This design comes from an exercise in tuning for small area, a short achievable clock period and few clock cycles per item on the open sky130 flow, not from production work. The RTL was checked by simulation tests, not by an equivalence proof against the original design. Power is estimated from default activity; no workload was simulated.

### flow/config.mk
export PLATFORM = sky130hd
export DESIGN_NAME = iris4_packer
export DESIGN_NICKNAME = iris4_packer
export VERILOG_FILES = /design/flow/design.v
export SDC_FILE = /design/flow/constraint.sdc
export NUM_CORES = 4
export LEC_CHECK = 0
export CAP_MARGIN = 20
export CORE_MARGIN = 2
export CORE_UTILIZATION = 40
export CTS_CLUSTER_DIAMETER = 90
export CTS_CLUSTER_SIZE = 26
export SLEW_MARGIN = 20
### flow/constraint.sdc
create_clock -name core_clock -period 40.0 [get_ports {clk}]
set_input_delay 8.0000 -clock core_clock [delete_from_list [all_inputs] [get_ports {clk}]]
set_output_delay 8.0000 -clock core_clock [all_outputs]
set_load 0.01 [all_outputs]
### flow/design.v
module iris4_scale (
    input  wire [7:0]  ex,
    input  wire [19:0] frh,       
    input  wire        frs,       
    output reg  [7:0]  scale
);
    wire [3:0]  fr = frh[19:16];  
    wire        lo = (|frh[15:0]) | frs;
    reg [7:0] e;
    reg [1:0] f;
    always @* begin
        if (fr[3:1] == 3'd0 || (fr == 4'b0010 && !lo)) begin
            e = ex - 8'd90;  f = 2'd2;                       
        end else if (fr < 4'b0101 || (fr == 4'b0101 && !lo)) begin
            e = ex - 8'd90;  f = 2'd3;                       
        end else if (fr[3:1] < 3'b100 || (fr == 4'b1000 && !lo)) begin
            e = ex - 8'd89;  f = 2'd0;                       
        end else if (fr[3:1] < 3'b111 || (fr == 4'b1110 && !lo)) begin
            e = ex - 8'd89;  f = 2'd1;                       
        end else begin
            e = ex - 8'd89;  f = 2'd2;
        end
        if (ex == 8'd0 || e[7] || (e == 8'd0 && f == 2'd0))
            scale = 8'h01;
        else
            scale = {e[5:0], f};
    end
endmodule
module iris4_quant (
    input  wire        sgn,
    input  wire [7:0]  ex,        
    input  wire [19:0] fr,        
    input  wire        frs,       
    input  wire [15:0] draw,      
    input  wire [7:0]  scale,
    input  wire [7:0]  K,         
    input  wire [1:0]  rnd,       
    output reg  [3:0]  code
);
    localparam RNE = 2'd0, RTZ = 2'd1, RSTO = 2'd2;
    wire [1:0] f  = scale[1:0];
    wire [2:0] D  = {1'b1, f};
    wire over = (ex > 8'h99) ||
                (ex == 8'h99 && ({fr, frs} > {20'h20000, 1'b0}));
    wire lt = fr[19:18] < f;
    wire [8:0] shv = {1'b0, K} - {1'b0, ex};        
    wire       shv_le0 = shv[8] || (shv == 9'd0);
    wire       shv_big = !shv[8] && (shv[7:0] > 8'd21);
    reg  [4:0]  sh;
    reg  [1:0]  u;                
    always @* begin
        if (shv_le0) begin
            sh = {4'd0, !lt};
            if (shv == 9'd0)          u = lt ? 2'd0 : 2'd1;
            else if (shv == 9'h1FF)   u = lt ? 2'd1 : 2'd2;
            else                      u = 2'd2;
        end else begin
            sh = shv_big ? 5'd21 : shv[4:0];
            u  = 2'd0;
        end
    end
    wire [20:0] A  = {ex != 8'd0, fr};
    wire [20:0] Ns = A >> sh;
    reg         st;
    integer i;
    always @* begin
        st = frs;
        for (i = 0; i < 21; i = i + 1)
            if (i < sh) st = st | A[i];
    end
    wire [4:0] T = Ns[20:16];
    reg  [1:0] keep;
    reg  [2:0] rtop;
    always @* begin
        if (T >= {2'b00, D} + {1'b0, D, 1'b0}) begin      
            keep = 2'd3;  rtop = T - ({2'b00, D} + {1'b0, D, 1'b0});
        end else if (T >= {1'b0, D, 1'b0}) begin           
            keep = 2'd2;  rtop = T - {1'b0, D, 1'b0};
        end else if (T >= {2'b00, D}) begin
            keep = 2'd1;  rtop = T - {2'b00, D};
        end else begin
            keep = 2'd0;  rtop = T[2:0];
        end
    end
    wire [2:0] X = D - rtop;
    wire [3:0] rh   = {rtop, Ns[15]};
    wire       lo0  = (Ns[14:0] == 15'd0);
    wire       ne_gt = (rh > {1'b0, D}) || (rh == {1'b0, D} && !lo0);
    wire       ne_eq = (rh == {1'b0, D}) && lo0;
    wire       up_ne = ne_gt || (ne_eq && (st || keep[0]));
    wire [18:0] Ys   = {3'd0, Ns[15:0]} + {1'b0, draw, 2'b00} +
                       (f[0] ? {3'd0, draw} : 19'd0) + (f[1] ? {2'd0, draw, 1'b0} : 19'd0);
    wire        up_so = Ys[18:16] >= X;
    wire up = (rnd == RSTO) ? up_so : (rnd == RNE) ? up_ne : 1'b0;
    reg  [2:0] kr;
    reg  [3:0] halves;
    reg  [2:0] mag;
    always @* begin
        kr = {1'b0, keep} + {2'b00, up};
        case (u)
            2'd0:    halves = {1'b0, kr};
            2'd1:    halves = {kr, 1'b0};
            default: halves = {kr[1:0], 2'b00};
        endcase
        case (halves)
            4'd0:    mag = 3'd0;
            4'd1:    mag = 3'd1;
            4'd2:    mag = 3'd2;
            4'd3:    mag = 3'd3;
            4'd4:    mag = 3'd4;
            4'd6:    mag = 3'd5;
            4'd8:    mag = 3'd6;
            default: mag = 3'd7;
        endcase
        if (over)
            code = {sgn, 3'd7};
        else if (mag == 3'd0)
            code = 4'h0;
        else
            code = {sgn, mag};
    end
endmodule
module iris4_packer (
    input  wire         clk,
    input  wire         rst,
    input  wire         in_valid,
    output wire         in_ready,
    input  wire [31:0]  in_data,
    input  wire [15:0]  in_draw,
    input  wire         in_last,
    input  wire [1:0]   in_rnd,
    input  wire         in_sat,
    input  wire         in_flush,
    output wire         out_valid,
    input  wire         out_ready,
    output wire [7:0]   out_scale,
    output wire [127:0] out_codes,
    output wire [5:0]   out_nsat,
    output wire [5:0]   out_nflush,
    output wire [5:0]   out_nnan
);
    localparam integer NR  = 34;                 
    localparam integer TAP = NR - 2;             
    localparam integer W   = 46;                 
    reg  [W-1:0]  ring [0:NR-1];
    reg  [NR-1:0] rv;            
    reg  [5:0]    skip;          
    reg  [5:0]    gap;           
    reg           ready;         
    reg           blk_open;      
    reg           new0;          
    reg           r0_last;       
    reg  [1:0]    r0_rnd;        
    reg           r0_sat;
    reg           r0_flush;
    reg  [7:0]   acc_sc;         
    reg          acc_nz;         
    reg          acc_nb;         
    reg  [5:0]   acc_nnn;        
    reg  [5:0]   acc_nov;        
    reg  [5:0]   acc_nfl;        
    reg  [1:0]   acc_rnd;
    reg          acc_done;       
    reg          acc_empty;      
    reg  [4:0]   acc_cnt;        
    reg          d1_v;
    reg  [7:0]   d1_scale;
    reg  [1:0]   d1_rnd;
    reg  [4:0]   d1_cnt;         
    reg  [5:0]   d1_nflush;
    reg  [5:0]   d1_n;           
    reg  [7:0]   cur_scale;
    reg  [4:0]   cur_cnt;        
    reg  [7:0]   cur_K;          
    reg  [1:0]   cur_rnd;
    reg          act;            
    reg  [4:0]   idx;
    reg          ovalid;
    reg  [7:0]   scale;
    reg  [127:0] codes;
    reg  [5:0]   nsat;
    reg  [5:0]   nflush;
    reg  [5:0]   nnan;
    assign in_ready   = ready;
    assign out_valid  = ovalid;
    assign out_scale  = scale;
    assign out_codes  = codes;
    assign out_nsat   = nsat;
    assign out_nflush = nflush;
    assign out_nnan   = nnan;
    wire         in_fire = in_valid && in_ready;
    wire [W-1:0] in_slot = {in_draw, in_data[31:3], |in_data[2:0]};
    wire [W-1:0] e0      = ring[0];
    wire         e_last  = r0_last;
    wire [7:0]   e_ex    = e0[28:21];
    wire         e_mnz   = (e0[20:1] != 20'd0) || e0[0];
    wire         e_isnan = (e_ex == 8'hFF) && e_mnz;
    wire         e_flsh  = r0_flush && (e_ex == 8'd0) && e_mnz;
    wire         e_over  = !e_isnan && ((e_ex > 8'h99) ||
                           (e_ex == 8'h99 && ({e0[20:1], e0[0]} > {20'h20000, 1'b0})));
    wire         e_nz    = !e_isnan && !e_flsh && ((e_ex != 8'd0) || e_mnz);
    wire [7:0] e_sc0, e_sc;
    iris4_scale u_scale (
        .ex    (e_ex),
        .frh   (e0[20:1]),
        .frs   (e0[0]),
        .scale (e_sc0)
    );
    assign e_sc = e_over ? 8'hFE : e_sc0;
    wire [7:0] acc_scale = acc_nb ? 8'hFF : acc_nz ? acc_sc : 8'h00;
    wire [5:0] acc_nsat  = acc_nb ? 6'd0 : acc_nov;
    wire [5:0] acc_nnan  = acc_nb ? acc_nnn : 6'd0;
    wire [W-1:0] t      = ring[TAP];
    wire         t_last = (idx == cur_cnt);
    wire         first  = !act;
    wire [3:0] q_code;
    iris4_quant u_quant (
        .sgn   (t[29]),
        .ex    (t[28:21]),
        .fr    (t[20:1]),
        .frs   (t[0]),
        .draw  (t[45:30]),
        .scale (cur_scale),
        .K     (cur_K),
        .rnd   (cur_rnd),
        .code  (q_code)
    );
    wire [3:0] code = (cur_scale == 8'hFF) ? 4'h8 :
                      (cur_scale == 8'h00) ? 4'h0 : q_code;
    wire t_base   = rv[TAP] && (skip == 6'd0);
    wire t_sure   = t_base && (act || ((d1_v || acc_done) && !ovalid));
    wire t_cond   = t_base && !act && (d1_v || acc_done);
    wire take     = t_sure || (t_cond && out_ready);
    wire d1_take  = take && first && d1_v;
    wire acc_take = take && first && !d1_v;
    wire xfer0    = acc_done && !d1_v;
    wire xfer1    = acc_done && (act ? !d1_v : d1_v);
    wire xfer     = take ? xfer1 : xfer0;
    wire acc_free = take ? (xfer1 || (first && !d1_v)) : xfer0;
    wire [NR-2:0] rv_lo   = {rv[TAP-1:0], in_ready ? in_valid : rv[NR-1]};
    wire [5:0]    skip0   = (skip != 6'd0) ? skip - 6'd1 : rv[TAP] ? NR - 1 : 6'd0;
    wire [5:0]    skip1   = 6'd0;                
    wire [5:0]    gap0    = (gap == NR - 1) ? 6'd0 : gap + 6'd1;
    wire          accd0   = new0 ? e_last : (acc_done && !xfer0);
    wire          accd1   = new0 ? e_last : (acc_done && !(xfer1 || (first && !d1_v)));
    wire          d1v0    = xfer0 || d1_v;
    wire          d1v1    = xfer1 || (d1_v && !first);
    wire busy00 = (accd0 && d1v0);               
    wire busy01 = (accd1 && d1v1);               
    wire busy10 = (accd0 || d1v0);               
    wire busy11 = (accd1 || d1v1);
    reg  [TAP:0]  late0;
    integer p;
    always @* begin
        for (p = 0; p <= TAP; p = p + 1)
            late0[p] = rv_lo[p] && (p + skip0 >= TAP + 1);
    end
    wire nolate0 = !(|late0);                    
    wire slot00 = !rv[TAP] && (blk_open ? (gap0 == 6'd0) : nolate0);
    wire slot01 = !blk_open || (gap0 == 6'd0);   
    wire slot10 = !rv[TAP] && (in_last ? nolate0 : 1'b1);
    wire slot11 = 1'b1;
    wire rdy00 = slot00 && !busy00;
    wire rdy01 = slot01 && !busy01;
    wire rdy10 = slot10 && !(in_last ? busy10 : busy00);
    wire rdy11 = slot11 && !(in_last ? busy11 : busy01);
    wire ready_n = in_fire ? (take ? rdy11 : rdy10) : (take ? rdy01 : rdy00);
    wire [7:0] d1s0 = xfer0 ? acc_scale : d1_scale;
    wire [7:0] d1s1 = xfer1 ? acc_scale : d1_scale;
    wire [1:0] d1r0 = xfer0 ? acc_rnd   : d1_rnd;
    wire [1:0] d1r1 = xfer1 ? acc_rnd   : d1_rnd;
    wire       a_init    = acc_empty || acc_done;
    wire [7:0] acc_sc_n  = (a_init || e_sc > acc_sc) ? e_sc : acc_sc;
    wire       acc_nz_n  = (a_init ? 1'b0 : acc_nz) | e_nz;
    wire       acc_nb_n  = (a_init ? 1'b0 : acc_nb) | e_isnan | (e_over && !r0_sat);
    wire [7:0] accs_new  = acc_nb_n ? 8'hFF : acc_nz_n ? acc_sc_n : 8'h00;
    wire [7:0] accs      = new0 ? accs_new : acc_scale;
    wire [1:0] accr      = new0 ? r0_rnd : acc_rnd;
    wire [7:0] cur0 = act     ? cur_scale : d1v0 ? d1s0 : accs;
    wire [7:0] cur1 = !t_last ? cur_scale : d1v1 ? d1s1 : accs;
    wire [1:0] crn0 = act     ? cur_rnd   : d1v0 ? d1r0 : accr;
    wire [1:0] crn1 = !t_last ? cur_rnd   : d1v1 ? d1r1 : accr;
    wire [7:0] curK0 = {2'b00, cur0[7:2]} + 8'd88;
    wire [7:0] curK1 = {2'b00, cur1[7:2]} + 8'd88;
    wire [4:0] d1c0 = xfer0 ? acc_cnt : d1_cnt;
    wire [4:0] d1c1 = xfer1 ? acc_cnt : d1_cnt;
    wire [4:0] accc = new0 ? (a_init ? 5'd0 : acc_cnt + 5'd1) : acc_cnt;
    wire [4:0] ccn0 = act     ? cur_cnt : d1v0 ? d1c0 : accc;
    wire [4:0] ccn1 = !t_last ? cur_cnt : d1v1 ? d1c1 : accc;
    integer i;
    always @(posedge clk) begin
        for (i = 1; i < NR; i = i + 1)
            ring[i] <= ring[i-1];
        ring[0]  <= in_ready ? in_slot : ring[NR-1];
        r0_last  <= in_last;
        r0_rnd   <= in_rnd;
        r0_sat   <= in_sat;
        r0_flush <= in_flush;
        if (rst) begin
            rv       <= {NR{1'b0}};
            skip     <= 6'd0;
            gap      <= 6'd0;
            ready    <= 1'b1;
            blk_open <= 1'b0;
            new0     <= 1'b0;
            acc_done <= 1'b0;
            acc_empty <= 1'b1;
            cur_scale <= 8'd0;
            cur_cnt  <= 5'd0;
            cur_K    <= 8'd88;
            cur_rnd  <= 2'd0;
            d1_v     <= 1'b0;
            act      <= 1'b0;
            idx      <= 5'd0;
            ovalid   <= 1'b0;
        end else begin
            rv       <= {rv[TAP] && !take, rv_lo};
            skip     <= take ? skip1 : skip0;
            gap      <= in_fire ? 6'd0 : gap0;
            ready    <= ready_n;
            blk_open <= in_fire ? !in_last : blk_open;
            new0     <= in_fire;
            cur_scale <= take ? cur1  : cur0;
            cur_cnt   <= take ? ccn1  : ccn0;
            cur_K     <= take ? curK1 : curK0;
            cur_rnd   <= take ? crn1  : crn0;
            if (new0) begin
                acc_sc    <= acc_sc_n;
                acc_nz    <= acc_nz_n;
                acc_nb    <= acc_nb_n;
                acc_nnn   <= (a_init ? 6'd0 : acc_nnn) + {5'd0, !e_isnan};
                acc_nov   <= (a_init ? 6'd0 : acc_nov) + {5'd0, e_over};
                acc_nfl   <= (a_init ? 6'd0 : acc_nfl) + {5'd0, e_flsh};
                acc_rnd   <= r0_rnd;
                acc_cnt   <= a_init ? 5'd0 : acc_cnt + 5'd1;
                acc_done  <= e_last;
                acc_empty <= 1'b0;
            end else if (acc_free) begin
                acc_done  <= 1'b0;
                acc_empty <= 1'b1;
            end
            if (xfer) begin
                d1_v      <= 1'b1;
                d1_scale  <= acc_scale;
                d1_rnd    <= acc_rnd;
                d1_cnt    <= acc_cnt;
                d1_n      <= acc_nb ? acc_nnn : acc_nov;
                d1_nflush <= acc_nfl;
            end else if (d1_take) begin
                d1_v <= 1'b0;
            end
            if (ovalid && out_ready)
                ovalid <= 1'b0;
            if (take) begin
                if (first) begin
                    scale   <= cur_scale;
                    nsat    <= d1_v ? (d1_scale == 8'hFF ? 6'd0 : d1_n) : acc_nsat;
                    nflush  <= d1_v ? d1_nflush : acc_nfl;
                    nnan    <= d1_v ? (d1_scale == 8'hFF ? d1_n : 6'd0) : acc_nnan;
                end
                for (i = 0; i < 32; i = i + 1)
                    if (i == idx)
                        codes[4*i +: 4] <= code;
                    else if (first)
                        codes[4*i +: 4] <= 4'h0;
                if (t_last) begin
                    ovalid <= 1'b1;
                    act    <= 1'b0;
                    idx    <= 5'd0;
                end else begin
                    act    <= 1'b1;
                    idx    <= idx + 5'd1;
                end
            end
        end
    end
endmodule
### flow/flow/run.sh
#!/bin/bash
# Standard layout, with the ports buffered by a plain buffer and timing
# repair asked to leave more setup slack than the clock needs.
set -euo pipefail
export BUFFER_PORTS_ARGS="-buffer_cell sky130_fd_sc_hd__buf_2"
bash standard.sh SETUP_SLACK_MARGIN=30.8 SKIP_GATE_CLONING=1 finish > standard.log 2>&1
### flow/standard.sh
#!/bin/bash
# synth_recipe.tcl (not shown) runs the flow's synth.tcl, then flattens the netlist and writes it again
# the make line also repeats each setting of config.mk as NAME=value (left out here)
make -C /OpenROAD-flow-scripts/flow DESIGN_CONFIG=/design/flow/config.mk WORK_HOME=/design/flow/orfs CLKGATE_MAP_FILE= SYNTH_SCRIPT=/design/flow/synth_recipe.tcl "${@:-finish}"
==> impl_results.md, run 1 <==
- Status: finished clean
- Die ar.: about 130000 sq um
- Syn Std Cell Area: 51190 sq um
- EDFF count, synth: 216
- Share of synthesized registers carrying an async set or reset: 0%
- Part of the power in combinational logic: 27.6%
- IO Count: 213
- Root buffer cell: clkbuf_16
- Crit Path Max Fanout: 4
- Part of the power in registers: 52.0%
- TritonCTS clock tree: yes
- WL/cell: 16.77 microns
- Setup slack, reg-to-reg: ~31 ns
- WP buf/inv: 2
- Reg2reg path depth: 37
- GRT Resource Usage Total: 14.15%
- Final net count: 4156
- Clock Power Share: around a fifth
- Synth unique cells: 96
- Worst hold stages: 0
- Synth-to-Final Area Change: 12.87%
- Pre-CTS WS: ~29 ns
- Vias in the first global route: 25190
- Reg2reg end: codes[3]
- Most frequent cell after synthesis: dfxtp_1
- Final worst path period share: between 20% and 30%
- Synth Instances: 3706
- Setup Skew: 0.05227 ns
- VDD IR max: about 0.00013 V
- Reg-to-Reg Start: ring[32][24]
- Initial DRT Pass Iterations: 7
- Lkg Pwr: 22.68 nW
- Sequential area share after synthesis: 77.12%
- Layout cells sized above 1: around 14%
- # H-tree levels: 3
- Setup TNS: 0 ns
- Setup repair after global routing missed its margin: yes
- Chain of cells forming the critical path: buf_6, nand2b_4, a21oi_4, or3_4, nor2_4, a21o_1, and3_1, a21bo_4, nand2_4, ha_4, inv_4, ha_4, nor2b_4
- Slowest CP cell: or3_4
- Final hold vios: 0
- Synth top cells by count: dfxtp_1 (1648), nor2_1 (269), edfxtp_1 (216)
- Clock transition at path regs: 0.10 ns
- Syn nets: 3905
- Final cell count without fillers: 5644
- Max incr delay on CP: 0.44 ns
- Global-route wire length before repair: ~150000 microns
- Avg Cell Area, Syn: 13.81 sq um
- Maxcap violations: 0
- Remaining DRCs: 0
- Area leader, netlist: dfxtp_1
- Cell mode on critical path: ha_4
- Sw power: around 1.5 mW
- Initial antenna violation count: 8
- Tmin final: 9.483 ns
- I/O Buffers: about 210
- Worst-margin pin slew: 1.121 ns
- Die Width: 361.7 microns
- Dpl hpwl: approximately 62000 microns
- Cts bufs inserted: 84
- F_max: 0.1055 GHz
- Fin. max-slew vios: 0
- Rows: 131
- Hold WC Path Type: reg2reg
- Synth top area cells: dfxtp_1 (64%), edfxtp_1 (13%), ha_1 (2.7%)
- CTS sink cnt: 1864
- Int Power: 3.156 mW
- Primary FF master, synth: dfxtp_1
- Setup CP Type: in2reg
- Post-route setup slack: between 30 and 40 ns
- Die height: 361.7 microns
- Final WL: 94630 microns
- Fill cells: 11317
- YS warnings: 4
- Worst skew pair latency: 0.70 ns
- Sw Share: 32.26%
- Crit path arrival time: between 10 and 15 ns
- Clk buf depth: 3
- Critical Path End Type: flop
- Worst slew margin: 25.16%
- Hold wc startpoint: ring[6][12]
- Initial DRC count: 2001
- Largest net degree at the start of global routing: between 60 and 70
- Cts hold-fix bufs: 0
- Pwr Density: 80.63 nW/um^2
- Setup Viol. Count Final: 0
- Core ar.: 127400 sq um
- Via/cell ratio: roughly 4.7
- Vias: 26390
- DRT antenna net count: 0
- RD Place Congestion: between 0.8 and 0.9
- Register bit total from synthesis: 1864
- GRT overflow: 0
- WP data required: 40.59 ns
- Top cell type's share of synthesized area: 64.45%
- Hold EP: ring[7][12]
- CP startpoint kind: input port
- Post-Place Cells: 5487
- Starting Density: about 40%
- Critical path's top delay family: simple AND/OR/NAND/NOR gates
layer usage:
metal	track usage, %	vias up	share of wire, %
met4	4.232	0	2.4
met1	20.19	12691	49
met3	2.281	141	4.7
li1	-	12917	-
met5	0	-	0
met2	22.14	641	44
placed cells by master (no fill, tap or decap), drive strengths merged, types with 7 or more instances in the layout:
master	instances
or2	7
o2111ai	8
nor3	33
a21oi	165
a21o	25
nor2b	56
edfxtp	216
inv	132
or3	8
nor2	270
nor4	13
and3	12
mux2	62
a31oi	17
a221oi	12
o22ai	33
o31ai	14
nand3	59
clkbuf	96
dfxtp	1648
nand2b	23
xor2	24
o21ai	100
clkinv	8
a211oi	15
fa	33
ha	109
o211ai	16
mux2i	50
a21boi	9
nand4	16
nand2	210
a22oi	14
buf	280
and2	24
xnor2	53
how the worst max path moves through the flow:
stage | start | cells past startpoint | end
finish | out_ready | 13 | cur_K[5]
global route | out_ready | 14 | cur_K[5]
CTS | out_ready | 12 | cur_K[5]
detailed placement | rst | 5 | nflush[2]
global placement | rst | 5 | nflush[2]
floorplan | out_ready | 11 | cur_K[5]
timing repair:
item                                    in CTS  in global routing
endpoints found under the hold margin        0                  0
endpoints found under the setup margin     494                406
resized for setup                           43                 51
pin swaps                                   11                 16
setup buffers                               16                 30
cell families after synthesis:
family / after synthesis / share of synthesized area (%)
multiplexers: 112 / 2.381
AND/OR/NAND/NOR: 749 / 6.695
AO/OA/AOI/OAI: 517 / 6.614
XOR/XNOR: 77 / 1.318
buffers and inverters: 243 / 1.875
adder cells (fa/ha/maj): 144 / 3.994
flip-flops: 1864 / 77.12
layout make-up:
type	instances	area, sq um	share of cell area, %
flip-flops and latches	1864	39500	68.37
multi-input cells	1599	11500	19.90
clock buffers	95	2166	3.749
well taps	1662	2079	3.599
repair buffers	281	1782	3.084
inverters	127	486.7	0.8424
clock inverters	14	261.5	0.4526
diodes	2	5.005	0.008663
metrics by stage:
stage	util, %	power [mW]	hold WS [ns]	instance area (sq um)
final	45.36	4.658	0.3076	57770
after global routing	45.36	4.937	0.3022	57770
after CTS	44.99	4.619	0.3061	57300
after detailed placement	42.81	3.648	0.3121	54510
after global placement	42.81	3.626	0.3097	54510
after floorplan	-	3.242	0.3096	51720
flip-flops by register name, summed over array words and instances (netlist names), 8 cells and up:
signal	flops
rv	34
cur_scale	8
scale	8
acc_sc	8
d1_scale	8
codes	128
ring	1564
power groups by stage:
stage               Combinational (mW)  Sequential, mW  Clock, mW
finish                            1.28            2.42      0.954
global route                      1.42            2.47       1.06
CTS                               1.20            2.43      0.989
detailed placement                1.18            2.47          0
global placement                  1.17            2.46          0
floorplan                        0.842            2.40          0
Testbench counts, summed over its fixed seeds: cycles 61,642, blocks 2,048.
==> inputs of run 2 (changes only) <==
==> flow/flow/run.sh (replaced) <==
#!/bin/bash
# Standard layout, with the ports buffered by a plain buffer and timing
# repair asked to leave more setup slack than the clock needs.
set -euo pipefail
export BUFFER_PORTS_ARGS="-buffer_cell sky130_fd_sc_hd__buf_2"
bash standard.sh SETUP_SLACK_MARGIN=30.5 finish > standard.log 2>&1
--- a/flow/config.mk
+++ b/flow/config.mk
@@ -10,4 +10,4 @@
 export CORE_UTILIZATION = 40
 export CTS_CLUSTER_DIAMETER = 90
-export CTS_CLUSTER_SIZE = 26
+export CTS_CLUSTER_SIZE = 28
 export SLEW_MARGIN = 20
==> run 2 against run 1 <==
Still clean. Sequential power about the same. Core utilization decreased by 0.63 points. Routed wire length decreased by 1.9%. Flip-flop and latch count unchanged. Sequential share of layout area increased by 0.95 points. Die area unchanged. Global-route usage decreased by 0.25 points. Area after synthesis unchanged. Register-to-register slack got worse by 0.13 ns. Critical path type unchanged. Critical endpoint unchanged. Largest power group unchanged.
==> impl_results.md, run 2 <==
- WP data required: 40.57 ns (was 40.59 ns)
- Area of the multi-input gates: 11180 sq um (was 11500 sq um)
- Pre-CTS WS: 29.07 ns (was 28.96 ns)
- Final worst path period share: 24.02% (was 23.71%)
- EDFF count, synth: 216 (unchanged)
- Chain of cells forming the critical path: buf_4, nand2b_4, a21oi_4, or3_4, nand2_8, a221oi_4, a21o_1, and3_4, a21bo_4, nand2_4, ha_4, inv_1, ha_1, nor2b_1 (was buf_6, nand2b_4, a21oi_4, or3_4, nor2_4, a21o_1, and3_1, a21bo_4, nand2_4, ha_4, inv_4, ha_4, nor2b_4)
- WL/cell: 16.53 microns (was 16.77 microns)
- Area leader, netlist: dfxtp_1 (unchanged)
- F_max: 0.1041 GHz (was 0.1055 GHz)
- Worst-margin pin slew: 0.9631 ns (was 1.121 ns)
- Post-route setup slack: 30.39 ns (was 30.52 ns)
- Final cell count without fillers: 5615 (was 5644)
- Root buffer cell: clkbuf_16 (unchanged)
- Worst skew pair latency: 0.70 ns (about the same)
- Final WL: 92820 microns (was 94630 microns)
- Pwr Density: 80.12 nW/um^2 (was 80.63 nW/um^2)
- Max incr delay on CP: 0.25 ns (was 0.44 ns)
- Lkg Pwr: 22.38 nW (was 22.68 nW)
- Dpl hpwl: 61880 microns (was 61530 microns)
- Layout cells sized above 1: 12.96% (was 14.20%)
- CTS sink cnt: 1864 (unchanged)
- I/O Buffers: 212 (unchanged)
- Setup repair after global routing missed its margin: yes (unchanged)
- Syn nets: 3905 (unchanged)
- Crit Path Max Fanout: 5 (was 4)
- Largest Register: ring (unchanged)
- Register bit total from synthesis: 1864 (unchanged)
- Status: finished clean (unchanged)
- Remaining DRCs: 0 (unchanged)
- Core ar.: 127400 sq um (unchanged)
- Syn Std Cell Area: 51190 sq um (unchanged)
- Most frequent cell after synthesis: dfxtp_1 (unchanged)
- Setup TNS: 0 ns (unchanged)
- Most common cell after layout, fill and taps aside: dfxtp_1 (unchanged)
- Vias in the first global route: 24933 (was 25190)
- FF/Latch Area: 39490 sq um (was 39500 sq um)
- CP startpoint kind: input port (unchanged)
- M1 wire length: 45570 microns (was 46020 microns)
- Starting Density: 40.19% (unchanged)
- Worst slew margin: 35.64% (was 25.16%)
- Routed met2 length: 39740 microns (was 41890 microns)
- Via/cell ratio: 4.673 (was 4.676)
- Setup slack, reg-to-reg: 31.11 ns (was 31.24 ns)
- Number of flip-flops in the largest register: 1564 (unchanged)
- Global-route wire length before repair: 142400 microns (was 145200 microns)
- Hold WC Path Type: reg2reg (unchanged)
- Share of synthesized registers carrying an async set or reset: 0% (unchanged)
- Synth unique cells: 96 (unchanged)
- Setup Skew: 0.04516 ns (was 0.05227 ns)
- Slowest CP cell: ha_1 (was or3_4)
- Initial antenna violation count: 7 (was 8)
- Synth top cells by count: dfxtp_1 (1648), nor2_1 (269), edfxtp_1 (216) (unchanged)
- Final hold vios: 0 (unchanged)
- Clock transition at path regs: 0.10 ns (about the same)
- Largest net degree at the start of global routing: 67 (unchanged)
- Cts bufs inserted: 80 (was 84)
- Max Used Layer: met5 (was met4)
- Setup Viol. Count Final: 0 (unchanged)
- Sequential area share after synthesis: 77.12% (unchanged)
- Met3 Routed Length: 5243 microns (was 4460 microns)
- Die height: 361.7 microns (unchanged)
- Tmin final: 9.610 ns (was 9.483 ns)
- Synth top area cells: dfxtp_1 (64%), edfxtp_1 (13%), ha_1 (2.7%) (unchanged)
- Post-Place Cells: 5489 (was 5487)
- Avg Cell Area, Syn: 13.81 sq um (unchanged)
- Crit path arrival time: 10.18 ns (was 10.07 ns)
- Rows: 131 (unchanged)
- Top cell type's share of synthesized area: 64.45% (unchanged)
- VDD IR max: 0.0001360 V (was 0.0001298 V)
- Total power draw: 4.564 mW (was 4.658 mW)
- Vias: 26241 (was 26390)
- DRT antenna net count: 0 (unchanged)
- GRT overflow: 0 (unchanged)
- Critical Path End Type: flop (unchanged)
- Maxcap violations: 0 (unchanged)
- GRT Resource Usage Total: 13.91% (was 14.15%)
- Fin Hold WS: 0.3038 ns (was 0.3076 ns)
- Initial DRT Pass Iterations: 7 (unchanged)
- Fill cells: 11379 (was 11317)
- Fin. max-slew vios: 0 (unchanged)
- YS warnings: 4 (unchanged)
- Die Width: 361.7 microns (unchanged)
- # H-tree levels: 3 (unchanged)
- TritonCTS clock tree: yes (unchanged)
- Primary FF master, synth: dfxtp_1 (unchanged)
- Synth Instances: 3706 (unchanged)
- Die ar.: 130800 sq um (unchanged)
- Clk buf depth: 3 (unchanged)
- Setup CP Type: in2reg (unchanged)
- Largest regs: ring (1564), codes (128), rv (34) (unchanged)
- Synth-to-Final Area Change: 11.29% (was 12.87%)
- Initial DRC count: 1955 (was 2001)
- RD Place Congestion: 0.8687 (was 0.8645)
- Cts hold-fix bufs: 0 (unchanged)
- IO Count: 213 (unchanged)
- Commonest non-fill, non-tap cells in the layout: dfxtp_1 (1644), nor2_1 (266), edfxtp_1 (216) (was dfxtp_1 (1640), nor2_1 (264), edfxtp_1 (216))
- Final net count: 4124 (was 4156)
-- run 2: worst paths after layout --
kind / from / endpoint / cells after the start
worst min register to register: ring[20][36] / ring[21][36] / 0
worst min-delay path: ring[20][36] / ring[21][36] / 0
worst max register to register: ring[32][22] / codes[39] / 35
worst max-delay path: out_ready / cur_K[5] / 14
-- run 2: layer usage --
| layer | GRT usage, % | vias up |
|---|---|---|
| li1 | - | 12882 |
| met1 | 20.14 | 12509 |
| met2 | 21.35 | 712 |
| met3 | 2.124 | 136 |
| met4 | 4.477 | 2 |
| met5 | 0 | - |
-- run 2: area by class of cell --
type	instances	area share, %
flip-flops and latches	1864	69.31
inverters	127	0.8434
clock buffers	92	3.593
multi-input cells	1602	19.63
diodes	2	0.008786
well taps	1662	3.650
repair buffers	250	2.403
clock inverters	16	0.5601
-- run 2: cell families (layout without fill, tap and decap cells) --
kind of cell | count (synthesis) | in the layout | share of synthesized area, %
DFF | 1864 | 1864 | 77.12
adders and majority gates | 144 | 144 | 3.994
xor gates and xnor gates | 77 | 77 | 1.318
AOI/OAI and AO/OA | 517 | 517 | 6.614
muxes | 112 | 113 | 2.381
other | 0 | 2 | 0
buffers and inverters | 243 | 485 | 1.875
and+or+nand+nor | 749 | 751 | 6.695
-- run 2: critical path: cells and delay by family --
| kind | cells | cell delay (ns) |
|---|---|---|
| simple gates | 6 | 0.85 |
| compound gates | 4 | 0.78 |
| fa+ha+maj | 2 | 0.37 |
| buf+inv | 2 | 0.16 |
-- run 2: repair_timing --
item                       in CTS  in global routing
pin swaps                       6                  7
resized for setup              19                 26
cloned                          2                  2
hold endpoints to repair        0                  0
buffers inserted                7                  5
setup endpoints to repair     239                221
-- run 2: through the flow --
| step | utilization, % | instance area [sq um] |
|---|---|---|
| after floorplan | - | 51400 |
| after global placement | 42.61 | 54270 |
| after detailed placement | 42.61 | 54270 |
| after CTS | 44.60 | 56800 |
| after global routing | 44.73 | 56960 |
| final | 44.73 | 56970 |
-- run 2: power by group --
group | internal, mW | switching, mW | leakage [nW]
Sequential | 2.29 | 0.129 | 15.6
Combinational | 0.418 | 0.789 | 5.67
Clock | 0.387 | 0.550 | 1.13
==> inputs of run 3 (changes only) <==
--- a/flow/design.v
+++ b/flow/design.v
@@ -34,9 +34,9 @@
     input  wire [15:0] draw,      
     input  wire [7:0]  scale,
-    input  wire [7:0]  K,         
     input  wire [1:0]  rnd,       
     output reg  [3:0]  code
 );
     localparam RNE = 2'd0, RTZ = 2'd1, RSTO = 2'd2;
+    wire [5:0] se = scale[7:2];
     wire [1:0] f  = scale[1:0];
     wire [2:0] D  = {1'b1, f};
@@ -44,4 +44,5 @@
                 (ex == 8'h99 && ({fr, frs} > {20'h20000, 1'b0}));
     wire lt = fr[19:18] < f;
+    wire [7:0] K   = {2'b00, se} + 8'd88;
     wire [8:0] shv = {1'b0, K} - {1'b0, ex};        
     wire       shv_le0 = shv[8] || (shv == 9'd0);
@@ -172,5 +173,4 @@
     reg  [7:0]   cur_scale;
     reg  [4:0]   cur_cnt;        
-    reg  [7:0]   cur_K;          
     reg  [1:0]   cur_rnd;
     reg          act;            
@@ -222,5 +222,4 @@
         .draw  (t[45:30]),
         .scale (cur_scale),
-        .K     (cur_K),
         .rnd   (cur_rnd),
         .code  (q_code)
@@ -234,16 +233,16 @@
     wire d1_take  = take && first && d1_v;
     wire acc_take = take && first && !d1_v;
-    wire xfer0    = acc_done && !d1_v;
-    wire xfer1    = acc_done && (act ? !d1_v : d1_v);
-    wire xfer     = take ? xfer1 : xfer0;
-    wire acc_free = take ? (xfer1 || (first && !d1_v)) : xfer0;
+    wire xfer     = acc_done && !d1_v;
+    wire xfer0    = xfer;
+    wire xfer1    = xfer;
+    wire acc_free = xfer;
     wire [NR-2:0] rv_lo   = {rv[TAP-1:0], in_ready ? in_valid : rv[NR-1]};
     wire [5:0]    skip0   = (skip != 6'd0) ? skip - 6'd1 : rv[TAP] ? NR - 1 : 6'd0;
     wire [5:0]    skip1   = 6'd0;                
     wire [5:0]    gap0    = (gap == NR - 1) ? 6'd0 : gap + 6'd1;
-    wire          accd0   = new0 ? e_last : (acc_done && !xfer0);
-    wire          accd1   = new0 ? e_last : (acc_done && !(xfer1 || (first && !d1_v)));
-    wire          d1v0    = xfer0 || d1_v;
-    wire          d1v1    = xfer1 || (d1_v && !first);
+    wire          accd0   = new0 ? e_last : (acc_done && d1_v);
+    wire          accd1   = accd0;
+    wire          d1v0    = acc_done || d1_v;
+    wire          d1v1    = !first && (acc_done || d1_v);
     wire busy00 = (accd0 && d1v0);               
     wire busy01 = (accd1 && d1v1);               
@@ -281,6 +280,4 @@
     wire [1:0] crn0 = act     ? cur_rnd   : d1v0 ? d1r0 : accr;
     wire [1:0] crn1 = !t_last ? cur_rnd   : d1v1 ? d1r1 : accr;
-    wire [7:0] curK0 = {2'b00, cur0[7:2]} + 8'd88;
-    wire [7:0] curK1 = {2'b00, cur1[7:2]} + 8'd88;
     wire [4:0] d1c0 = xfer0 ? acc_cnt : d1_cnt;
     wire [4:0] d1c1 = xfer1 ? acc_cnt : d1_cnt;
@@ -308,5 +305,4 @@
             cur_scale <= 8'd0;
             cur_cnt  <= 5'd0;
-            cur_K    <= 8'd88;
             cur_rnd  <= 2'd0;
             d1_v     <= 1'b0;
@@ -323,5 +319,4 @@
             cur_scale <= take ? cur1  : cur0;
             cur_cnt   <= take ? ccn1  : ccn0;
-            cur_K     <= take ? curK1 : curK0;
             cur_rnd   <= take ? crn1  : crn0;
             if (new0) begin
@@ -341,5 +336,5 @@
             end
             if (xfer) begin
-                d1_v      <= 1'b1;
+                d1_v      <= !acc_take;
                 d1_scale  <= acc_scale;
                 d1_rnd    <= acc_rnd;
--- a/flow/flow/run.sh
+++ b/flow/flow/run.sh
@@ -4,3 +4,3 @@
 set -euo pipefail
 export BUFFER_PORTS_ARGS="-buffer_cell sky130_fd_sc_hd__buf_2"
-bash standard.sh SETUP_SLACK_MARGIN=30.5 finish > standard.log 2>&1
+bash standard.sh SETUP_SLACK_MARGIN=30.8 SKIP_GATE_CLONING=1 finish > standard.log 2>&1
==> run 3 against run 2 <==
Critical path depth decreased by 13. Register-to-register slack improved by 0.10 ns. Hold slack improved by 0.0085 ns. Critical endpoint is now out_scale[1]. Highest routed layer unchanged. Still clean on timing, DRC and antenna.
==> impl_results.md, run 3 <==
- Status: finished clean (unchanged)
- I/O Buffers: 212 (unchanged)
- Cts hold-fix bufs: 0 (unchanged)
- Setup slack, reg-to-reg: 31.21 ns (was 31.11 ns)
- Maxcap violations: 0 (unchanged)
- Starting Density: 40.18% (was 40.19%)
- Fin. max-slew vios: 0 (unchanged)
- YS warnings: 4 (unchanged)
- Core ar.: 127000 sq um (was 127400 sq um)
- Synth top area cells: dfxtp_1 (64%), edfxtp_1 (13%), ha_1 (2.7%) (unchanged)
- Die Width: 361.2 microns (was 361.7 microns)
- Final net count: 4131 (was 4124)
- Hold wc startpoint: ring[12][16] (was ring[20][36])
- Lkg Pwr: 23.53 nW (was 22.38 nW)
- WP buf/inv: 1 (was 2)
- Area leader, netlist: dfxtp_1 (unchanged)
- F_max: 0.1067 GHz (was 0.1041 GHz)
- Synth-to-Final Area Change: 11.82% (was 11.29%)
- Largest net degree at the start of global routing: 58 (was 67)
- Final WL: 94050 microns (was 92820 microns)
- Rows: 131 (unchanged)
- Final worst path period share: 23.44% (was 24.02%)
- Largest Register: ring (unchanged)
- Pwr Density: 86.24 nW/um^2 (was 80.12 nW/um^2)
- CTS sink cnt: 1859 (was 1864)
- Total power draw: 4.922 mW (was 4.564 mW)
- Reg-to-Reg Start: ring[32][22] (unchanged)
- Most common cell after layout, fill and taps aside: dfxtp_1 (unchanged)
- IO Count: 213 (unchanged)
- Setup Skew: 0.03690 ns (was 0.04516 ns)
- Register bit total from synthesis: 1859 (was 1864)
- Top cell type's share of synthesized area: 64.44% (was 64.45%)
- VDD IR max: 0.0001830 V (was 0.0001360 V)
- Share of synthesized registers carrying an async set or reset: 0% (unchanged)
- Synth unique cells: 91 (was 96)
- Avg Cell Area, Syn: 13.83 sq um (was 13.81 sq um)
- Worst-margin pin slew: 1.078 ns (was 0.9631 ns)
- Primary FF master, synth: dfxtp_1 (unchanged)
- Syn nets: 3892 (was 3905)
- Worst slew margin: 27.49% (was 35.64%)
- Post-Place Cells: 5472 (was 5489)
- Most frequent cell after synthesis: dfxtp_1 (unchanged)
- WP data required: 32.00 ns (was 40.57 ns)
- Synth top cells by count: dfxtp_1 (1643), nor2_1 (256), edfxtp_1 (216) (was dfxtp_1 (1648), nor2_1 (269), edfxtp_1 (216))
- Root buffer cell: clkbuf_16 (unchanged)
- GRT Resource Usage Total: 14.13% (was 13.91%)
- Cts bufs inserted: 79 (was 80)
- Setup Viol. Count Final: 0 (unchanged)
- Hold WC Path Type: reg2reg (unchanged)
- Setup TNS: 0 ns (unchanged)
- Final cell count without fillers: 5615 (unchanged)
- Crit Path Max Fanout: 1 (was 5)
- Chain of cells forming the critical path: buf_2 (was buf_4, nand2b_4, a21oi_4, or3_4, nand2_8, a221oi_4, a21o_1, and3_4, a21bo_4, nand2_4, ha_4, inv_1, ha_1, nor2b_1)
- Global-route wire length before repair: 144400 microns (was 142400 microns)
- Layout cells sized above 1: 13.41% (was 12.96%)
- Via/cell ratio: 4.664 (was 4.673)
- CP startpoint kind: flop (was input port)
- Fill cells: 11373 (was 11379)
- Crit. Startpoint: scale[1] (was out_ready)
- Initial DRT Pass Iterations: 7 (unchanged)
- Critical path's top delay family: flip-flops (was simple AND/OR/NAND/NOR gates)
- Sequential area share after synthesis: 77.15% (was 77.12%)
- Die height: 361.2 microns (was 361.7 microns)
- Slowest CP cell: edfxtp_1 (was ha_1)
- Clock transition at path regs: 0.10 ns (about the same)
- Dpl hpwl: 61420 microns (was 61880 microns)
- GRT overflow: 0 (unchanged)
- DRT antenna net count: 0 (unchanged)
- Fin Hold WS: 0.3124 ns (was 0.3038 ns)
- Initial antenna violation count: 3 (was 7)
- Syn Std Cell Area: 51040 sq um (was 51190 sq um)
- Max incr delay on CP: 0.49 ns (was 0.25 ns)
- Crit path arrival time: 1.38 ns (was 10.18 ns)
- WL/cell: 16.75 microns (was 16.53 microns)
- Worst skew pair latency: 0.71 ns (was 0.70 ns)
- TritonCTS clock tree: yes (unchanged)
- # H-tree levels: 3 (unchanged)
- Commonest non-fill, non-tap cells in the layout: dfxtp_1 (1636), nor2_1 (253), edfxtp_1 (216) (was dfxtp_1 (1644), nor2_1 (266), edfxtp_1 (216))
- Die ar.: 130500 sq um (was 130800 sq um)
- Largest regs: ring (1564), codes (128), rv (34) (unchanged)
- Remaining DRCs: 0 (unchanged)
- Initial DRC count: 1889 (was 1955)
- Vias: 26191 (was 26241)
- Synth Instances: 3690 (was 3706)
- RD Place Congestion: 0.8725 (was 0.8687)
- Final hold vios: 0 (unchanged)
- Setup repair after global routing missed its margin: yes (unchanged)
- Setup CP Type: reg2out (was in2reg)
- Number of flip-flops in the largest register: 1564 (unchanged)
- Clk buf depth: 3 (unchanged)
- EDFF count, synth: 216 (unchanged)
- Critical Path End Type: output port (was flop)
- Tmin final: 9.376 ns (was 9.610 ns)
- Vias in the first global route: 24966 (was 24933)
[run 3: path summary, 6_finish.rpt]
check,cells past startpoint,to
min reg2reg,0,ring[13][16]
max reg2reg,42,codes[90]
min,0,ring[13][16]
max,1,out_scale[1]
[run 3: final cells by class]
type / instances / area [sq um] / share of cell area, %
Multi-Input combinational cell: 1592 / 11070 / 19.40
Clock inverter: 14 / 225.2 / 0.3946
Antenna cell: 2 / 5.005 / 0.008769
Tap cell: 1662 / 2079 / 3.644
Timing Repair Buffer: 275 / 1774 / 3.109
Inverter: 122 / 457.9 / 0.8024
Clock buffer: 89 / 2067 / 3.622
Sequential cell: 1859 / 39390 / 69.02
[run 3: report_power, final]
part	internal (mW)	total, mW	switching, mW
logic	0.603	1.56	0.962
clock network	0.387	0.928	0.541
registers	2.29	2.43	0.137
total	3.28	4.92	1.64
[run 3: per-stage QoR]
step | setup WS [ns] | utilization, % | cell area (sq um)
2_1_floorplan | 30.63 | - | 51140
3_3_place_gp | 29.83 | 42.49 | 53970
3_5_place_dp | 29.52 | 42.49 | 53970
4_1_cts | 30.56 | 44.52 | 56550
5_1_grt | 30.57 | 44.93 | 57070
6_report | 30.62 | 44.93 | 57070
[run 3: kinds of logic after synthesis]
logic type / share of synthesized area (%)
xor+xnor: 1.201
buf+inv: 1.851
compound gates: 6.545
flops: 77.15
fa+ha+maj: 4.055
mux: 2.250
simple gates: 6.947
[run 3: repair_timing]
item / 4_1_cts / 5_1_grt
resized for setup: 37 / 51
gates cloned: 0 / 0
setup buffers: 13 / 25
endpoints found under the setup margin: 317 / 306
pin swaps: 5 / 19
endpoints found under the hold margin: 0 / 0
[run 3: layer usage]
metal | part of all wire (%) | global-route usage [%] | vias to the layer above
met1 | 48 | 19.76 | 12531
met5 | 0.018 | 0 | -
li1 | - | - | 12840
met4 | 2.6 | 4.635 | 2
met2 | 44 | 22.27 | 675
met3 | 5.3 | 2.416 | 143
Testbench counts of run 3, summed over its fixed seeds: cycles 61,642, blocks 2,048.
==> inputs of run 4 (changes only) <==
--- a/flow/config.mk
+++ b/flow/config.mk
@@ -8,6 +8,7 @@
 export CAP_MARGIN = 20
 export CORE_MARGIN = 2
-export CORE_UTILIZATION = 40
+export CORE_UTILIZATION = 60
 export CTS_CLUSTER_DIAMETER = 90
 export CTS_CLUSTER_SIZE = 28
+export PLACE_DENSITY = 0.72
 export SLEW_MARGIN = 20
==> run 4 against run 3 <==
Via count decreased by 0.31%. Clock power decreased by 2%. Synthesized cell count unchanged. Largest cell class unchanged. Still clean on timing, DRC and antenna. Largest power group unchanged. Clock-buffer cell count decreased by 1.
==> impl_results.md, run 4 <==
- Status: finished clean (unchanged)
- GRT overflow: 0 (unchanged)
- Synth top cells by count: dfxtp_1 (1643), nor2_1 (256), edfxtp_1 (216) (unchanged)
- Initial antenna violation count: 1 (was 3)
- CTS sink cnt: 1859 (unchanged)
- Chain of cells forming the critical path: buf_2 (unchanged)
- Global-route wire length before repair: 138400 microns (was 144400 microns)
- Syn Std Cell Area: 51040 sq um (unchanged)
- Largest regs: ring (1564), codes (128), rv (34) (unchanged)
- Dpl hpwl: 56550 microns (was 61420 microns)
- Cts hold-fix bufs: 0 (unchanged)
- VDD IR max: 0.0001616 V (was 0.0001830 V)
- Setup repair after global routing missed its margin: yes (unchanged)
- Final worst path period share: 23.26% (was 23.44%)
- Via/cell ratio: 5.142 (was 4.664)
- Maxcap violations: 0 (unchanged)
- WL/cell: 17.47 microns (was 16.75 microns)
- CP startpoint kind: flop (unchanged)
- WP buf/inv: 1 (unchanged)
- Synth Instances: 3690 (unchanged)
- Most frequent cell after synthesis: dfxtp_1 (unchanged)
- Layout cells sized above 1: 13.67% (was 13.41%)
- Total power draw: 4.835 mW (was 4.922 mW)
- Final net count: 4124 (was 4131)
- Critical path's top delay family: flip-flops (unchanged)
- Top cell type's share of synthesized area: 64.44% (unchanged)
- Crit path arrival time: 1.30 ns (was 1.38 ns)
- Core ar.: 83950 sq um (was 127000 sq um)
- Fin Hold WS: 0.3120 ns (was 0.3124 ns)
- Primary FF master, synth: dfxtp_1 (unchanged)
- Cts bufs inserted: 78 (was 79)
- WP data required: 32.00 ns (about the same)
- Synth unique cells: 91 (unchanged)
- Vias: 26109 (was 26191)
- Lkg Pwr: 23.40 nW (was 23.53 nW)
- EDFF count, synth: 216 (unchanged)
- Worst skew pair latency: 0.67 ns (was 0.71 ns)
- Core Util, Final: 67.05% (was 44.93%)
- I/O Buffers: 212 (unchanged)
- RD Place Congestion: 0.9474 (was 0.8725)
- Tmin final: 9.304 ns (was 9.376 ns)
- Commonest non-fill, non-tap cells in the layout: dfxtp_1 (1637), nor2_1 (252), edfxtp_1 (216) (was dfxtp_1 (1636), nor2_1 (253), edfxtp_1 (216))
- Root buffer cell: clkbuf_16 (unchanged)
- Largest Register: ring (unchanged)
- Syn nets: 3892 (unchanged)
- Worst-margin pin slew: 0.9953 ns (was 1.078 ns)
- Max incr delay on CP: 0.48 ns (was 0.49 ns)
- Final WL: 88710 microns (was 94050 microns)
- Clk buf depth: 3 (unchanged)
- Crit Path Max Fanout: 1 (unchanged)
- Avg Cell Area, Syn: 13.83 sq um (unchanged)
- Sequential area share after synthesis: 77.15% (unchanged)
- DRT antenna net count: 0 (unchanged)
- Number of flip-flops in the largest register: 1564 (unchanged)
- # H-tree levels: 3 (unchanged)
- Clock transition at path regs: 0.10 ns (about the same)
- Rows: 106 (was 131)
- Setup TNS: 0 ns (unchanged)
- F_max: 0.1075 GHz (was 0.1067 GHz)
- Synth top area cells: dfxtp_1 (64%), edfxtp_1 (13%), ha_1 (2.7%) (unchanged)
- Initial DRT Pass Iterations: 6 (was 7)
- YS warnings: 4 (unchanged)
- Worst slew margin: 33.64% (was 27.49%)
- Synth-to-Final Area Change: 10.29% (was 11.82%)
- Die height: 295.7 microns (was 361.2 microns)
- Setup Viol. Count Final: 0 (unchanged)
- Vias in the first global route: 25083 (was 24966)
- Setup CP Type: reg2out (unchanged)
- Area leader, netlist: dfxtp_1 (unchanged)
- Fill cells: 5976 (was 11373)
- Hold WC Path Type: reg2reg (unchanged)
- Post-route setup slack: 30.70 ns (was 30.62 ns)
- Largest net degree at the start of global routing: 58 (unchanged)
- Pre-CTS WS: 29.49 ns (was 29.52 ns)
- Pwr Density: 85.90 nW/um^2 (was 86.24 nW/um^2)
- Setup Skew: 0.05087 ns (was 0.03690 ns)
- Die ar.: 87410 sq um (was 130500 sq um)
- Fin. max-slew vios: 0 (unchanged)
- Critical Path End Type: output port (unchanged)
- Slowest CP cell: edfxtp_1 (unchanged)
- Initial DRC count: 1638 (was 1889)
- Remaining DRCs: 0 (unchanged)
- TritonCTS clock tree: yes (unchanged)
- GRT Resource Usage Total: 20.14% (was 14.13%)
- Starting Density: 60.80% (was 40.18%)
- Most common cell after layout, fill and taps aside: dfxtp_1 (unchanged)
- Register bit total from synthesis: 1859 (unchanged)
- Final hold vios: 0 (unchanged)
- Die Width: 295.7 microns (was 361.2 microns)
- Share of synthesized registers carrying an async set or reset: 0% (unchanged)
- IO Count: 213 (unchanged)
==> run 4: metrics by stage <==
stage,instance area [sq um],std cells
global placement,53320,4945
floorplan,51140,3690
detailed placement,53320,4945
finish,56290,5078
CTS,55920,5056
global route,56290,5078
==> run 4: metal layers <==
layer,wire length (microns),vias to the layer above,global-route usage [%]
li1,-,12828,-
met1,41470,12420,28.59
met2,40350,687,32.07
met3,4252,174,2.631
met4,2636,0,7.131
met5,0,-,0
==> run 4: path summary, 6_finish.rpt <==
check / end / startpoint / cells past startpoint / slack [ns]
max: out_scale[1] / scale[1] / 1 / 30.70
min: ring[28][31] / ring[27][31] / 0 / 0.31
max reg2reg: codes[69] / ring[32][22] / 41 / 31.24
min reg2reg: ring[28][31] / ring[27][31] / 0 / 0.31
==> run 4: area by class of cell <==
class                   count  area (sq um)  share of cell area [%]
well taps                1134          1419                   2.521
inverters                 122         457.9                  0.8135
clock inverters            13         290.3                  0.5157
diodes                      1         2.502                0.004446
repair buffers            269          1648                   2.927
flip-flops and latches   1859         39390                   69.97
clock buffers              88          1989                   3.534
multi-input cells        1592         11100                   19.71
==> run 4: cells by family after synthesis <==
logic type      after synthesis  synth area share (%)
mux                         106                 2.250
compound gates              516                 6.545
fa+ha+maj                   145                 4.055
flops                      1859                 77.15
xor+xnor                     70                 1.201
buf+inv                     239                 1.851
simple gates                755                 6.947
==> run 4: where the power goes <==
group          internal (mW)  total [mW]  switching [mW]
combinational          0.572        1.49           0.920
sequential              2.29        2.43           0.140
clock                  0.370       0.910           0.540
==> run 4: timing repair <==
item                                    in CTS  in global routing
pin swaps                                    3                 10
resized for setup                           57                 33
setup buffers                               10                 21
endpoints found under the setup margin     432                443
==> inputs of run 5 (changes only) <==
==> flow/flow/run.sh (replaced) <==
#!/bin/bash
# Standard layout, with the ports buffered by a plain buffer and timing
# repair asked to leave more setup slack than the clock needs.
set -euo pipefail
export BUFFER_PORTS_ARGS="-buffer_cell sky130_fd_sc_hd__buf_2"
bash standard.sh SETUP_SLACK_MARGIN=31.1 SKIP_GATE_CLONING=1 finish > standard.log 2>&1
--- a/flow/config.mk
+++ b/flow/config.mk
@@ -8,7 +8,6 @@
 export CAP_MARGIN = 20
 export CORE_MARGIN = 2
-export CORE_UTILIZATION = 60
+export CORE_UTILIZATION = 40
 export CTS_CLUSTER_DIAMETER = 90
 export CTS_CLUSTER_SIZE = 28
-export PLACE_DENSITY = 0.72
 export SLEW_MARGIN = 20
==> run 5 against run 4 <==
Sequential power barely moved. Core utilization fell by 21 points. Synthesized cell count did not move. Fmax fell by 0.49%. Hold slack improved by 0.0025 ns. Register-to-register slack got worse by 0.14 ns. Die area rose by 49%. Critical path type unchanged. Routed wire length rose by 8.6%. First-iteration DRC count rose by 13%. Non-clock buffer count rose by 66.
==> impl_results.md, run 5 <==
- Status: finished clean (unchanged)
- Sw Share: 34.19% (was 33.08%)
- Fin. max-slew vios: 0 (unchanged)
- Primary FF master, synth: dfxtp_1 (unchanged)
- Vias: 26462 (was 26109)
- Area leader, netlist: dfxtp_1 (unchanged)
- Largest net degree at the start of global routing: 58 (unchanged)
- Share of synthesized registers carrying an async set or reset: 0% (unchanged)
- Starting Density: 40.18% (was 60.80%)
- Root buffer cell: clkbuf_16 (unchanged)
- Part of the power in combinational logic: 38.4% (was 30.9%)
- Tmin final: 9.349 ns (was 9.304 ns)
- Largest Register: ring (unchanged)
- Commonest non-fill, non-tap cells in the layout: dfxtp_1 (1631), edfxtp_1 (216), buf_2 (207) (was dfxtp_1 (1637), nor2_1 (252), edfxtp_1 (216))
- Hold WC Path Type: reg2reg (unchanged)
- Final cell count without fillers: 5675 (was 5078)
- Register bit total from synthesis: 1859 (unchanged)
- Layout cells sized above 1: 18.02% (was 13.67%)
- Post-Place Cells: 5475 (was 4945)
- Clk buf depth: 3 (unchanged)
- Fin Hold WS: 0.3145 ns (was 0.3120 ns)
- Core Util, Final: 46.33% (was 67.05%)
- WL/cell: 16.98 microns (was 17.47 microns)
- Core ar.: 127000 sq um (was 83950 sq um)
- Largest regs: ring (1564), codes (128), rv (34) (unchanged)
- Initial DRC count: 1858 (was 1638)
- Setup Skew: 0.04182 ns (was 0.05087 ns)
- Int Power: 3.583 mW (was 3.236 mW)
- Part of the power in registers: 44.6% (was 50.3%)
- Worst-margin pin slew: 1.011 ns (was 0.9953 ns)
- VDD IR max: 0.0001707 V (was 0.0001616 V)
- DRT antenna net count: 0 (unchanged)
- Top cell type's share of synthesized area: 64.44% (unchanged)
- Remaining DRCs: 0 (unchanged)
- Clock transition at path regs: 0.11 ns (was 0.10 ns)
- Crit Path Max Fanout: 1 (unchanged)
- WP buf/inv: 1 (unchanged)
- Setup Viol. Count Final: 0 (unchanged)
- F_max: 0.1070 GHz (was 0.1075 GHz)
- Post-route setup slack: 30.65 ns (was 30.70 ns)
- Avg Cell Area, Syn: 13.83 sq um (unchanged)
- Die height: 361.2 microns (was 295.7 microns)
- Pwr Density: 92.52 nW/um^2 (was 85.90 nW/um^2)
- Critical Path End Type: output port (unchanged)
- Vias in the first global route: 25004 (was 25083)
- Chain of cells forming the critical path: buf_2 (unchanged)
- Syn nets: 3892 (unchanged)
- Lkg Pwr: 24.00 nW (was 23.40 nW)
- Synth top cells by count: dfxtp_1 (1643), nor2_1 (256), edfxtp_1 (216) (unchanged)
- Most frequent cell after synthesis: dfxtp_1 (unchanged)
- Worst skew pair latency: 0.72 ns (was 0.67 ns)
- Final net count: 4191 (was 4124)
- Synth top area cells: dfxtp_1 (64%), edfxtp_1 (13%), ha_1 (2.7%) (unchanged)
- Pre-CTS WS: 29.28 ns (was 29.49 ns)
- CP startpoint kind: flop (unchanged)
- I/O Buffers: 212 (unchanged)
- Via/cell ratio: 4.663 (was 5.142)
- Initial DRT Pass Iterations: 5 (was 6)
- YS warnings: 4 (unchanged)
- Critical path's top delay family: flip-flops (unchanged)
- Die ar.: 130500 sq um (was 87410 sq um)
- Setup TNS: 0 ns (unchanged)
- Final hold vios: 0 (unchanged)
- Initial antenna violation count: 3 (was 1)
- Clock Power Share: 17.0% (was 18.8%)
- Cts bufs inserted: 79 (was 78)
- Synth Instances: 3690 (unchanged)
- Most common cell after layout, fill and taps aside: dfxtp_1 (unchanged)
- TritonCTS clock tree: yes (unchanged)
- Syn Std Cell Area: 51040 sq um (unchanged)
- Synth-to-Final Area Change: 15.30% (was 10.29%)
- Max incr delay on CP: 0.47 ns (was 0.48 ns)
- Sw power: 1.862 mW (was 1.600 mW)
- Sequential area share after synthesis: 77.15% (unchanged)
- RD Place Congestion: 0.8851 (was 0.9474)
- IO Count: 213 (unchanged)
- Number of flip-flops in the largest register: 1564 (unchanged)
- Final WL: 96370 microns (was 88710 microns)
- GRT Resource Usage Total: 14.15% (was 20.14%)
- Maxcap violations: 0 (unchanged)
- WP data required: 32.00 ns (about the same)
- CTS sink cnt: 1859 (unchanged)
- Die Width: 361.2 microns (was 295.7 microns)
- Synth unique cells: 91 (unchanged)
- GRT overflow: 0 (unchanged)
- Slowest CP cell: edfxtp_1 (unchanged)
- Crit path arrival time: 1.35 ns (was 1.30 ns)
- Setup repair after global routing missed its margin: yes (unchanged)
- Dpl hpwl: 61100 microns (was 56550 microns)
- EDFF count, synth: 216 (unchanged)
- Global-route wire length before repair: 144300 microns (was 138400 microns)
- Setup CP Type: reg2out (unchanged)
- # H-tree levels: 3 (unchanged)
- Rows: 131 (was 106)
- Worst slew margin: 32.62% (was 33.64%)
- Final worst path period share: 23.37% (was 23.26%)
- Cts hold-fix bufs: 0 (unchanged)
-- run 5: cell families (layout without fill, tap and decap cells) --
kind of cell,count (synthesis),in the layout,share of synthesized area [%]
xor+xnor,70,70,1.201
flops,1859,1859,77.15
other cells,0,1,0
fa+ha+maj,145,145,4.055
simple gates,755,755,6.947
compound gates,516,516,6.545
buf+inv,239,561,1.851
mux,106,106,2.250
-- run 5: layout make-up --
| class | instances | area [sq um] |
|---|---|---|
| diodes | 1 | 2.502 |
| clock buffers | 90 | 2091 |
| clock inverters | 14 | 206.4 |
| fillers | 11207 | 68180 |
| inverters | 122 | 457.9 |
| multi-input cells | 1592 | 12000 |
| flip-flops and latches | 1859 | 39400 |
| well taps | 1662 | 2079 |
| repair buffers | 335 | 2616 |
-- run 5: final timing paths --
path / cells past startpoint / slack [ns] / endpoint / startpoint
setup reg to reg: 44 / 31.10 / codes[118] / ring[32][22]
hold / removal: 0 / 0.31 / ring[25][19] / ring[24][19]
setup / recovery: 1 / 30.65 / out_codes[63] / codes[63]
hold reg to reg: 0 / 0.31 / ring[25][19] / ring[24][19]
-- run 5: power by group through the flow --
| stage | Combinational (mW) | Clock [mW] | Sequential (mW) |
|---|---|---|---|
| 2_1_floorplan | 0.998 | 0 | 2.40 |
| 3_3_place_gp | 1.37 | 0 | 2.47 |
| 3_5_place_dp | 1.38 | 0 | 2.48 |
| 4_1_cts | 1.48 | 0.960 | 2.44 |
| 5_1_grt | 2.25 | 1.03 | 2.47 |
| 6_report | 2.09 | 0.925 | 2.43 |
-- run 5: metal layers --
metal	wire (microns)	track usage, %
met1	45720	19.73
met2	42900	22.31
met3	4389	2.336
met4	3354	4.890
met5	7	0
-- run 5: repair_timing --
item / CTS / global route
hold endpoints to repair: 0 / 0
resized for setup: 71 / 241
pin swaps: 12 / 40
setup buffers: 29 / 66
setup endpoints to repair: 449 / 305
-- run 5: per-stage QoR --
step           instance area, sq um  power, mW
6_report                      58850      5.445
5_1_grt                       58850      5.748
4_1_cts                       57170      4.880
3_5_place_dp                  54260      3.858
3_3_place_gp                  54230      3.839
2_1_floorplan                 51420      3.399
==> inputs of run 6 (changes only) <==
--- a/flow/design.v
+++ b/flow/design.v
@@ -286,4 +286,15 @@
     wire [4:0] ccn1 = !t_last ? cur_cnt : d1v1 ? d1c1 : accc;
     integer i;
+    reg  [127:0] codes_n;
+    reg          c_sel, c_clr;
+    always @* begin
+        for (i = 0; i < 32; i = i + 1) begin
+            c_sel = take && (idx == i);
+            c_clr = take && first;
+            codes_n[4*i +: 4] = ({4{c_sel}} & code) | ({4{!c_sel && !c_clr}} & codes[4*i +: 4]);
+        end
+    end
+    always @(posedge clk)
+        codes <= codes_n;
     always @(posedge clk) begin
         for (i = 1; i < NR; i = i + 1)
@@ -354,9 +365,4 @@
                     nnan    <= d1_v ? (d1_scale == 8'hFF ? d1_n : 6'd0) : acc_nnan;
                 end
-                for (i = 0; i < 32; i = i + 1)
-                    if (i == idx)
-                        codes[4*i +: 4] <= code;
-                    else if (first)
-                        codes[4*i +: 4] <= 4'h0;
                 if (t_last) begin
                     ovalid <= 1'b1;
==> flow/flow/run.sh (replaced) <==
#!/bin/bash
# Standard layout, with the ports buffered by a plain buffer and timing
# repair asked to leave more setup slack than the clock needs.
set -euo pipefail
export BUFFER_PORTS_ARGS="-buffer_cell sky130_fd_sc_hd__buf_2"
bash standard.sh SETUP_SLACK_MARGIN=30.65 SKIP_GATE_CLONING=1 finish > standard.log 2>&1
--- a/flow/config.mk
+++ b/flow/config.mk
@@ -8,6 +8,7 @@
 export CAP_MARGIN = 20
 export CORE_MARGIN = 2
-export CORE_UTILIZATION = 40
+export CORE_UTILIZATION = 60
 export CTS_CLUSTER_DIAMETER = 90
 export CTS_CLUSTER_SIZE = 28
+export PLACE_DENSITY = 0.72
 export SLEW_MARGIN = 20
==> run 6 against run 5 <==
Synthesized cell count grew 1.4%. Core utilization rose by 20 points. Via count grew 0.13%. Combinational power down about 40%. Total power down 17%. Critical path type is now in2reg. Still clean. Fmax up 0.43%.
==> impl_results.md, run 6 <==
- Final WL: 90560 microns (was 96370 microns)
- I/O Buffers: 212 (unchanged)
- Commonest non-fill, non-tap cells in the layout: dfxtp_1 (1770), o21ai_0 (232), buf_2 (212) (was dfxtp_1 (1631), edfxtp_1 (216), buf_2 (207))
- Maxcap violations: 0 (unchanged)
- Worst-margin pin slew: 1.082 ns (was 1.011 ns)
- Vias: 26497 (was 26462)
- Status: finished clean (unchanged)
- Core ar.: 83160 sq um (was 127000 sq um)
- Global-route wire length before repair: 140600 microns (was 144300 microns)
- WP data required: 40.53 ns (was 32.00 ns)
- Synth-to-Final Area Change: 9.810% (was 15.30%)
- VDD IR max: 0.00009408 V (was 0.0001707 V)
- Hold WC Path Type: reg2reg (unchanged)
- Tmin final: 9.309 ns (was 9.349 ns)
- Clock transition at path regs: 0.10 ns (was 0.11 ns)
- Lkg Pwr: 22.93 nW (was 24.00 nW)
- Largest Register: ring (unchanged)
- Chain of cells forming the critical path: buf_2, nor2b_4, nor2_1, nor2_2, or2_4, buf_4, nor3_1, nand2_1, nand3_1, o21ai_0 (was buf_2)
- Crit path arrival time: 9.84 ns (was 1.35 ns)
- Initial DRT Pass Iterations: 6 (was 5)
- Largest regs: ring (1564), codes (128), rv (34) (unchanged)
- F_max: 0.1074 GHz (was 0.1070 GHz)
- Setup Viol. Count Final: 0 (unchanged)
- Remaining DRCs: 0 (unchanged)
- Rows: 106 (was 131)
- Die ar.: 85890 sq um (was 130500 sq um)
- Initial antenna violation count: 6 (was 3)
- GRT overflow: 0 (unchanged)
- Crit Path Max Fanout: 9 (was 1)
- Root buffer cell: clkbuf_16 (unchanged)
- Synth Instances: 3743 (was 3690)
- YS warnings: 4 (unchanged)
- WL/cell: 17.82 microns (was 16.98 microns)
- Setup CP Type: in2reg (was reg2out)
- EDFF count, synth: 88 (was 216)
- Clk buf depth: 3 (unchanged)
- Initial DRC count: 1866 (was 1858)
- Avg Cell Area, Syn: 13.39 sq um (was 13.83 sq um)
- Most common cell after layout, fill and taps aside: dfxtp_1 (unchanged)
- Primary FF master, synth: dfxtp_1 (unchanged)
- Synth top area cells: dfxtp_1 (71%), edfxtp_1 (5.3%), ha_1 (2.8%) (was dfxtp_1 (64%), edfxtp_1 (13%), ha_1 (2.7%))
- Slowest CP cell: nor3_1 (was edfxtp_1)
- Syn Std Cell Area: 50140 sq um (was 51040 sq um)
- Starting Density: 60.29% (was 40.18%)
- Die Width: 293.1 microns (was 361.2 microns)
- Sequential area share after synthesis: 75.99% (was 77.15%)
- Critical Path End Type: flop (was output port)
- Top cell type's share of synthesized area: 70.72% (was 64.44%)
- Pwr Density: 81.63 nW/um^2 (was 92.52 nW/um^2)
[run 6: what timing repair did]
action | in CTS | in global routing
cloned | 0 | 0
setup buffers | 2 | 26
resized for setup | 12 | 26
setup endpoints to repair | 87 | 133
pin swaps | 1 | 10
[run 6: worst max-delay path, delay by kind of cell]
family | cells | cell delay (ns)
compound gates | 1 | 0.09
buf+inv | 2 | 0.28
simple gates | 7 | 1.46
[run 6: kinds of logic (layout without fill, tap and decap cells)]
| kind of cell | count (synthesis) | in the layout | synth area share (%) |
|---|---|---|---|
| AOI/OAI and AO/OA | 591 | 591 | 7.400 |
| xor gates and xnor gates | 65 | 65 | 1.151 |
| adders and majority gates | 145 | 145 | 4.128 |
| buffers and inverters | 234 | 487 | 1.792 |
| DFF | 1859 | 1859 | 75.99 |
| muxes | 111 | 111 | 2.398 |
| other | 0 | 5 | 0 |
| and+or+nand+nor | 738 | 738 | 7.145 |
[run 6: stage by stage]
step,area [sq um],cells,power [mW],setup slack [ns],util [%]
floorplan,50260,3743,3.155,30.30,-
global placement,52410,4951,3.518,29.73,63.03
detailed placement,52410,4951,3.537,29.77,63.03
CTS,54670,5050,4.468,30.43,65.74
global route,55050,5080,4.747,30.65,66.20
finish,55050,5081,4.494,30.69,66.20
[run 6: power by group]
group / total, mW / switching [mW] / internal [mW]
clock network: 0.896 / 0.531 / 0.365
registers: 2.34 / 0.118 / 2.22
logic: 1.26 / 0.804 / 0.455
[run 6: area by class of cell]
| class | instances | area, sq um | area share [%] |
|---|---|---|---|
| antenna | 5 | 12.51 | 0.02273 |
| clock buffer | 86 | 1982 | 3.600 |
| clock inverter | 11 | 193.9 | 0.3523 |
| inverter | 127 | 476.7 | 0.8659 |
| multi-input combinational | 1650 | 11380 | 20.67 |
| sequential | 1859 | 38100 | 69.20 |
| tap | 1080 | 1351 | 2.454 |
| timing repair buffer | 263 | 1560 | 2.834 |
[run 6: worst paths after layout]
| kind | slack [ns] | startpoint | endpoint | depth (start not counted) |
|---|---|---|---|---|
| setup / recovery | 30.69 | out_ready | codes[59] | 10 |
| hold reg to reg | 0.31 | ring[5][30] | ring[6][30] | 0 |
| hold / removal | 0.31 | ring[5][30] | ring[6][30] | 0 |
| setup reg to reg | 31.14 | ring[32][22] | codes[97] | 39 |
[run 6: per-layer routing]
| metal | wire length, microns | vias to the layer above | track usage, % |
|---|---|---|---|
| li1 | - | 13074 | - |
| met1 | 43350 | 12618 | 30.05 |
| met2 | 40160 | 613 | 31.75 |
| met3 | 3860 | 192 | 2.995 |
| met4 | 3191 | 0 | 7.892 |
| met5 | 0 | - | 0 |
Testbench counts of run 6, summed over its fixed seeds: cycles 61,642, blocks 2,048.

Check on run 6: ideal ports give 30.691 ns setup slack; a clkbuf_16 on the clock port and buf_2 on the inputs give 30.689 ns; moving port delays by the midpoint clock arrival (0.710 ns) as well gives 30.024 ns.
